Context: an optimization exercise on an open-source flow, tuned for small area, a short achievable clock period and few clock cycles. The choices shown serve that exercise and are no tape-out recipe. The RTL was checked by simulation tests, not by an equivalence proof against the original design.

==> inputs of build 59 <==
## hallmark_lane
module hallmark_lane (
    input  wire         clk,
    input  wire         rst,
    input  wire         start,
    input  wire [7:0]   stream,
    input  wire [1:0]   tflag,
    input  wire         restart,
    input  wire [63:0]  seq,
    input  wire [47:0]  sec,
    input  wire [31:0]  nsec,
    input  wire [3:0]   nrange,
    input  wire [63:0]  devser,
    input  wire [255:0] prev,
    output wire         idle,
    input  wire         in_valid,
    input  wire [63:0]  in_data,
    output wire         in_ready,
    output reg          done,
    output wire [255:0] hallmark
);
export LEC_CHECK = 0
export ABC_AREA = 1
export CAP_MARGIN = 20
export CORE_MARGIN = 2
export CORE_UTILIZATION = 30
export PLACE_DENSITY = 0.5
export SLEW_MARGIN = 20
create_clock -name core_clock -period 10.0 [get_ports {clk}]
standard.sh (not shown) runs the stock make flow with config.mk's settings and CLKGATE_MAP_FILE= SYNTH_SCRIPT=/design/flow/synth_recipe.tcl, a recipe that flattens the netlist after the stock synthesis.
==> flow/flow/run.sh <==
#!/bin/bash
# Standard layout, except: no full/half adder cells (plain gates are faster
# here), the smallest plain buffer on every port, a clock tree of mid-size
# buffers without dummy loads, and timing repair aimed at a 3.8 ns period.
set -euo pipefail
DU="sky130_fd_sc_hd__probe_p_8 sky130_fd_sc_hd__probec_p_8 sky130_fd_sc_hd__lpflow_bleeder_1 sky130_fd_sc_hd__lpflow_clkbufkapwr_1 sky130_fd_sc_hd__lpflow_clkbufkapwr_16 sky130_fd_sc_hd__lpflow_clkbufkapwr_2 sky130_fd_sc_hd__lpflow_clkbufkapwr_4 sky130_fd_sc_hd__lpflow_clkbufkapwr_8 sky130_fd_sc_hd__lpflow_clkinvkapwr_1 sky130_fd_sc_hd__lpflow_clkinvkapwr_16 sky130_fd_sc_hd__lpflow_clkinvkapwr_2 sky130_fd_sc_hd__lpflow_clkinvkapwr_4 sky130_fd_sc_hd__lpflow_clkinvkapwr_8 sky130_fd_sc_hd__lpflow_decapkapwr_12 sky130_fd_sc_hd__lpflow_decapkapwr_3 sky130_fd_sc_hd__lpflow_decapkapwr_4 sky130_fd_sc_hd__lpflow_decapkapwr_6 sky130_fd_sc_hd__lpflow_decapkapwr_8 sky130_fd_sc_hd__lpflow_inputiso0n_1 sky130_fd_sc_hd__lpflow_inputiso0p_1 sky130_fd_sc_hd__lpflow_inputiso1n_1 sky130_fd_sc_hd__lpflow_inputiso1p_1 sky130_fd_sc_hd__lpflow_inputisolatch_1 sky130_fd_sc_hd__lpflow_isobufsrc_1 sky130_fd_sc_hd__lpflow_isobufsrc_16 sky130_fd_sc_hd__lpflow_isobufsrc_2 sky130_fd_sc_hd__lpflow_isobufsrc_4 sky130_fd_sc_hd__lpflow_isobufsrc_8 sky130_fd_sc_hd__lpflow_isobufsrckapwr_16 sky130_fd_sc_hd__lpflow_lsbuf_lh_hl_isowell_tap_1 sky130_fd_sc_hd__lpflow_lsbuf_lh_hl_isowell_tap_2 sky130_fd_sc_hd__lpflow_lsbuf_lh_hl_isowell_tap_4 sky130_fd_sc_hd__lpflow_lsbuf_lh_isowell_4 sky130_fd_sc_hd__lpflow_lsbuf_lh_isowell_tap_1 sky130_fd_sc_hd__lpflow_lsbuf_lh_isowell_tap_2 sky130_fd_sc_hd__lpflow_lsbuf_lh_isowell_tap_4  sky130_fd_sc_hd__fa_1 sky130_fd_sc_hd__fa_2 sky130_fd_sc_hd__fa_4 sky130_fd_sc_hd__ha_1 sky130_fd_sc_hd__ha_2 sky130_fd_sc_hd__ha_4"
export BUFFER_PORTS_ARGS="-buffer_cell sky130_fd_sc_hd__buf_1"
export CTS_ARGS="-sink_clustering_enable -repair_clock_nets -dont_use_dummy_load -buf_list {sky130_fd_sc_hd__clkbuf_4 sky130_fd_sc_hd__clkbuf_8}"
export SETUP_SLACK_MARGIN=6.2
bash standard.sh "DONT_USE_CELLS=$DU" finish > standard.log 2>&1
==> trial 44 (differences from build 59) <==
--- a/flow/design.v
+++ b/flow/design.v
@@ -115,26 +115,24 @@
             insval = k[0] ? lenw[31:0] : lenw[63:32];
         else
             insval = 32'h00000000;
     end
     wire [63:0] wc1 = csa(ssig1(w[14]), w[9], ssig0(w[1]));
     wire [63:0] wc2 = csa(wc1[31:0], wc1[63:32], w[0]);
-    wire [31:0] wn  = (r_sch ? wc2[31:0] : gsum) + (r_sch ? wc2[63:32] : {4'd0, in_data[63:36]});
+    wire [31:0] wn  = wc2[31:0] + wc2[63:32];
     wire [31:0] tail = ins ? insval : (r_sch ? wn : w[0]);
     wire        k_full  = (k == 5'd16);
     wire        wready  = (ins && k == 5'd15) || (k_full && !ins && rot == 4'd15);
     wire        finish  = st_load && postrun && run_last;
     wire        go      = st_load && !finish && (rphase == 2'd0) && wready;
     wire        len_lo  = ins_pad && (pad == 2'd1) && (k == 5'd15);
     wire        fill_last_n = len_lo ? 1'b1 : fill_last;
     wire        idle_n  = rst || (st_idle && !start) || finish;
     wire        run_n   = !rst && ((st_run && !r_end) || go);
     wire        load_n  = !rst && ((st_idle && start) || (st_load && !finish && !go) || (st_run && r_end));
-    wire [5:0]  rnd_n;
-    wire        r_sch_n = run_n && (rnd_n != 6'd0) && (rnd_n <= 6'd48);
-    assign      rnd_n   = st_run ? (r_end ? 6'd0 : rnd + 6'd1) : (go ? 6'd1 : 6'd0);
+    wire [5:0]  rnd_n   = st_run ? (r_end ? 6'd0 : rnd + 6'd1) : (go ? 6'd1 : 6'd0);
     wire [31:0] kt0 [0:63];
     wire [31:0] kt1 [0:31];
     wire [31:0] kt2 [0:15];
     wire [31:0] kt3 [0:7];
     wire [31:0] kt4 [0:3];
     wire [31:0] kt5 [0:1];
@@ -171,13 +169,13 @@
     wire [31:0] a_n = rc3[31:0] + rc3[63:32];
     wire [31:0] e_n = rc4[31:0] + rc4[63:32];
     wire [63:0] hc  = csa(st_run ? g : xe[1], kreg, w[1]);
     wire [3:0]  rleft_n = (xfer && rleft != 4'd0) ? rleft - 4'd1 : rleft;
     wire        xrange  = xfer && (rleft != 4'd0);
     wire        xdata   = xfer && (rleft == 4'd0);
-    wire [31:0] gsum_n  = wn;
+    wire [31:0] gsum_n  = gsum + {4'd0, in_data[63:36]};
     wire        glast   = xdata && (wsub == 3'd7);
     wire        dmore_n = xrange ? 1'b1 : (glast && gleft == 32'd1) ? 1'b0 : dmore;
     wire        ib_full_n = xfer ? 1'b1 : (ins_ib && k[0]) ? 1'b0 : ib_full;
     wire        lo_next   = !xfer && ins_ib && !k[0];
     wire        xneed_n   = (rleft_n != 4'd0) || dmore_n;
     wire [63:0] seq_be = bswap64(seq);
@@ -241,13 +239,13 @@
         st_load <= load_n;
         st_run  <= run_n;
         rnd     <= rnd_n;
         postrun <= st_run && r_end;
         r_end   <= run_n && (rnd_n == 6'd0);
         r_ins   <= run_n && (rnd_n >= 6'd50 || rnd_n == 6'd0);
-        r_sch   <= r_sch_n;
+        r_sch   <= run_n && (rnd_n != 6'd0) && (rnd_n <= 6'd48);
         addsel  <= (run_n && (rnd_n >= 6'd62 || rnd_n == 6'd0)) || (st_run && r_end);
         if (st_idle) begin
             w[1]  <= 32'h4B484C4D;
             w[2]  <= {16'h0100, stream, 5'b00000, restart, tflag};
             w[3]  <= seq_be[63:32];
             w[4]  <= seq_be[31:0];
@@ -282,10 +280,10 @@
         end
         if (rst) begin
             done       <= 1'b0;
             in_ready_r <= 1'b0;
         end else begin
             done       <= finish;
-            in_ready_r <= xneed_n && (!ib_full_n || lo_next) && !st_idle && !finish && !r_sch_n;
+            in_ready_r <= xneed_n && (!ib_full_n || lo_next) && !st_idle && !finish;
         end
     end
 endmodule
==> flow/flow/run.sh (replaced) <==
#!/bin/bash
# Standard layout, with the smallest plain buffer on every port and a clock tree
# built from mid-size buffers without dummy loads.
set -euo pipefail
export BUFFER_PORTS_ARGS="-buffer_cell sky130_fd_sc_hd__buf_1"
export CTS_ARGS="-sink_clustering_enable -repair_clock_nets -dont_use_dummy_load -buf_list {sky130_fd_sc_hd__clkbuf_4 sky130_fd_sc_hd__clkbuf_8}"
export SETUP_SLACK_MARGIN=6
bash standard.sh > standard.log 2>&1
==> impl_metrics.toml <==
[synth]
synthTopCellsByArea = "dfxtp_1 (33%), nand2_1 (24%), inv_1 (6.6%)"

[placed_design]
placed_cells = 14600

[finish]
multiInputGateArea_um2 = 38600
fillers = 25600

[sta]
min_period_over_period = 0.376

[critical_path]
endpoint = "hallmark[248]"
path_max_fanout = 3
cp-startpoint = "xe[0][0]$_SDFFE_PP1P_"
rr_worst_depth = 5

[status]
status = "finished clean"

[drt]
wl_met3_mm = 20.0

[cts]
cts_setup_buffers = 48

[die]
die_h_um = 484

[grt]
grt_use_total = 0.303
-- figures above: build 59

==> impl_metrics.toml <==
[cts]
cts_setup_buffers = 40

[drt]
wl_met3_mm = 19.8

[critical_path]
path_max_fanout = 4
endpoint = "a[23]$_DFF_P_"
cp-startpoint = "e[19]$_DFF_P_"
rr_worst_depth = 18

[synth]
synthTopCellsByArea = "dfxtp_1 (33%), nand2_1 (18%), fa_1 (6.5%)"

[status]
status = "finished clean"

[placed_design]
placed_cells = 12900
-- figures above: trial 44

Testbench counts of build 59, summed over its fixed seeds: cycles 447,163.
Testbench counts of trial 44, summed over its fixed seeds: cycles 447,163.

========
==> run P: inputs <==
hallmark_lane with an RTL version that a note above also has.
clock: 10.0 ns
lec_check: 0
cap_margin: 20
core_margin: 2
core_utilization: 30
place_density: 0.5
setup_slack_margin: 5
slew_margin: 20
==> flow/flow/run.sh <==
#!/bin/bash
# Standard layout, with the smallest plain buffer on every port.
set -euo pipefail
export BUFFER_PORTS_ARGS="-buffer_cell sky130_fd_sc_hd__buf_1"
bash standard.sh > standard.log 2>&1
==> run B (differences from run P) <==
==> flow/run.sh (new file) <==
#!/bin/bash
# synth_recipe.tcl (not shown) runs the flow's synth.tcl, then flattens the netlist and writes it again
# the make line also repeats each setting of config.mk as NAME=value (left out here)
make -C /OpenROAD-flow-scripts/flow DESIGN_CONFIG=/design/flow/config.mk WORK_HOME=/design/flow/orfs CLKGATE_MAP_FILE= SYNTH_SCRIPT=/design/flow/synth_recipe.tcl finish
CORE_UTILIZATION = 50   (was 30)
PLACE_DENSITY = 0.65   (was 0.5)
removed: flow/flow/run.sh
removed: flow/standard.sh
==> impl_results.md <==
- Met2 Resource Use GR: 60.7%
- Non-clock buffers, area share: 11.0%
- Slew HR: 19.1%
- Cts repair resizes: 48
- Status: complete, no violations
Source of the figures above: run B

==> impl_results.md <==
- Status: complete, no violations
- Slew HR: 22.9%
- Met2 Resource Use GR: 39.2%
- Delay-heaviest family, CP: compound AO/OA/AOI/OAI gates
- Cts repair resizes: 72
- Critical-path cell list: mux2_2, fa_1, inv_1, fa_1, inv_1, fa_1, ha_4, a211oi_2, o21bai_1, a21o_1, a2111oi_4, nor2_2, a311o_2, o311a_1, o21a_1, nor3_2, o22ai_1
- Non-clock buffers, area share: 4.73%
Source of the figures above: run P

Testbench counts of run P, summed over its fixed seeds: cycles 447,163.
Testbench counts of run B, summed over its fixed seeds: cycles 447,163.

## re-timing with driven ports
In the flow no input, the clock included, has a driving cell. The finished layouts below were timed again as built, in two steps.
Step 1 assumes that a clkbuf_16 drives the clock port and a buf_2 every other input.
Step 2 also shifts input and output timing later by t, the mid clock arrival at the registers, as if the neighbouring blocks saw the same clock.
Slacks: ideal / step 1 / step 2; pairs: ideal / step 1.
run	t, ns	setup slack, ns	worst hold slack (ns)	worst register clock-pin slew, ns
build 59	1.028	6.237 / 6.152 / 5.347	0.341 / 0.341 / 0.341	0.07 / 0.07
trial 44	1.013	5.755 / 5.755 / 5.239	0.322 / 0.322 / 0.322	0.07 / 0.07
run P	0.897	4.977 / 4.977 / 4.764	0.409 / 0.409 / 0.409	0.07 / 0.07
run B	0.864	4.908 / 4.908 / 4.508	0.405 / 0.405 / 0.405	0.08 / 0.08
After both steps setup and hold are still met in every run listed. For build 59, which loses most, drivers alone change the setup slack by -0.085 ns; drivers and shift together by -0.890 ns.
